From an optimization exercise on the open Yosys and OpenROAD flow, aimed at small area and a short achievable clock period; shortcuts taken in it are not production practice.
In this exercise RTL edits were held to simulation tests only and were not proved equivalent to the original.
Power and IR drop assume default switching activity.

## lane_guard
module lane_guard (
    input             clk,
    input             rst,
    /*verilator lint_off UNUSEDSIGNAL*/
    input      [23:0] lg_map,
    /*verilator lint_on UNUSEDSIGNAL*/
    input             wr_valid,
    input      [39:0] wr_data,
    input      [1:0]  wr_rank_state,
    input      [2:0]  wr_erased_lane,
    input             wr_zero_policy,
    output reg        dw_valid,
    output reg [47:0] dw_data,
    input             rd_valid,
    input      [47:0] rd_data,
    input      [1:0]  rd_rank_state,
    input      [2:0]  rd_erased_lane,
    input             rd_check_en,
    input             rd_hct_loaded,
    output reg        hr_valid,
    output reg        hr_first,
    output reg [39:0] hr_data,
    output reg [1:0]  hr_event,
    output reg [3:0]  hr_kind,
    output reg [2:0]  hr_lane,
    output reg        hr_rfail,
    output reg [15:0] hr_beats,
    output reg [7:0]  hr_bits
);
    localparam ST_PROTECTED = 2'd0;
    localparam ST_ERASED    = 2'd1;
    localparam ST_PL_FAULT  = 2'd2;
    localparam EV_NONE  = 2'd0;
    localparam EV_FS16  = 2'd1;
    localparam EV_FS17  = 2'd2;
    integer d, n, i;
    reg [17:0] map_q;
    reg [35:0] sel;
    always @(posedge clk)
        for (n = 0; n < 6; n = n + 1)
            map_q[3*n +: 3] <= lg_map[4*n +: 3];
    always @(*)
        for (d = 0; d < 6; d = d + 1)
            for (n = 0; n < 6; n = n + 1)
                sel[6*d+n] = (map_q[3*n +: 3] == d);
    reg [2:0] lane_of [0:5];
    always @(*)
        for (n = 0; n < 6; n = n + 1)
            lane_of[n] = map_q[3*n +: 3];
    function [7:0] gf_mul_a;
        input [7:0] x;
        begin
            gf_mul_a = {x[6:0], 1'b0} ^ (x[7] ? 8'h1D : 8'h00);
        end
    endfunction
    reg [47:0] wr_dram;
    reg [7:0]  wr_par;
    reg [7:0]  wr_lane;
    reg        wr_zact;
    always @(*) begin
        wr_par  = wr_data[7:0] ^ wr_data[15:8] ^ wr_data[23:16] ^
  ...
For scale: roughly 1,000 flip-flops, roughly 250 I/O pins, about 33,000 sq um of cells after synthesis.
==> flow/config.mk <==
export PLATFORM = sky130hd
export DESIGN_NAME = lane_guard
export DESIGN_NICKNAME = lane_guard
export VERILOG_FILES = /design/flow/design.v
export SDC_FILE = /design/flow/constraint.sdc
export NUM_CORES = 4
export LEC_CHECK = 0
export CAP_MARGIN = 20
export CORE_MARGIN = 2
export CORE_UTILIZATION = 48
export PLACE_DENSITY = 0.63
export SLEW_MARGIN = 20
==> flow/constraint.sdc <==
create_clock -name core_clock -period 14.0 [get_ports {clk}]
set_input_delay 2.8000 -clock core_clock [delete_from_list [all_inputs] [get_ports {clk}]]
set_output_delay 2.8000 -clock core_clock [all_outputs]
set_load 0.01 [all_outputs]
standard.sh (not shown) runs the stock make flow with config.mk's settings and CLKGATE_MAP_FILE= SYNTH_SCRIPT=/design/flow/synth_recipe.tcl, a recipe that flattens the netlist after the stock synthesis.
==> flow/flow/run.sh <==
#!/bin/bash
# Standard layout with: plain buffers on the ports (instead of the default
# delay buffers), a shallower clock tree of large clusters, and timing repair
# aimed well below the clock period.
set -euo pipefail
export BUFFER_PORTS_ARGS="-buffer_cell sky130_fd_sc_hd__buf_2"
export SETUP_SLACK_MARGIN=10.15
export CTS_ARGS="-sink_clustering_enable -repair_clock_nets -root_buf sky130_fd_sc_hd__clkbuf_16 -sink_clustering_size 25 -sink_clustering_max_diameter 80 -buf_list sky130_fd_sc_hd__clkbuf_16"
bash standard.sh > standard.log 2>&1
The starting point completed with no timing, DRC or antenna violations.
Rerun with:
--- a/flow/flow/run.sh
+++ b/flow/flow/run.sh
@@ -5,5 +5,5 @@
 set -euo pipefail
 export BUFFER_PORTS_ARGS="-buffer_cell sky130_fd_sc_hd__buf_2"
-export SETUP_SLACK_MARGIN=10.15
+export SETUP_SLACK_MARGIN=10
 export CTS_ARGS="-sink_clustering_enable -repair_clock_nets -root_buf sky130_fd_sc_hd__clkbuf_16 -sink_clustering_size 25 -sink_clustering_max_diameter 80 -buf_list sky130_fd_sc_hd__clkbuf_16"
 bash standard.sh > standard.log 2>&1
Settings changed: CORE_UTILIZATION 48 to 45, PLACE_DENSITY 0.63 to 0.6.
Worst setup slack is worse by 0.069 ns.
Worst hold slack is worse by 0.0043 ns.
Core utilization shrinks by 4.1 points.
Wire length shrinks slightly.
Final area shrinks slightly.
Fmax shrinks slightly.
Clock skew grows by 0.0089 ns.
Critical path depth grows by 1.
Final cell count grows slightly.
Die area grows by a few percent.
Sequential power is about the same.

-- afterwards: timing with drivers on the ports --
Ports are ideal in the flow. The routed layouts listed here were re-timed in OpenROAD. Step 1, drivers: a clkbuf_16 drives clk and a buf_2 each remaining input, both assumed. Step 2 adds t to the input delays and takes it off the output delays; t is the mean of the earliest and latest rising clock arrival at the registers after step 1. Input paths then give back, and output paths get back, about the clock's delay inside the block. Slacks: ideal / step 1 / step 2; pairs: ideal / step 1.
run	shift t [ns]	setup slack, ns	hold slack, ns	worst slew at a driven data input, ns
the first run	0.667	10.094 / 10.052 / 9.463	0.409 / 0.409 / 0.409	0.12
the second run	0.686	10.024 / 9.976 / 9.376	0.404 / 0.404 / 0.404	0.13
After both steps every run listed still meets setup and hold. The setup slack of the second run, which loses most, moves by -0.048 ns with the drivers and by -0.648 ns with both steps.
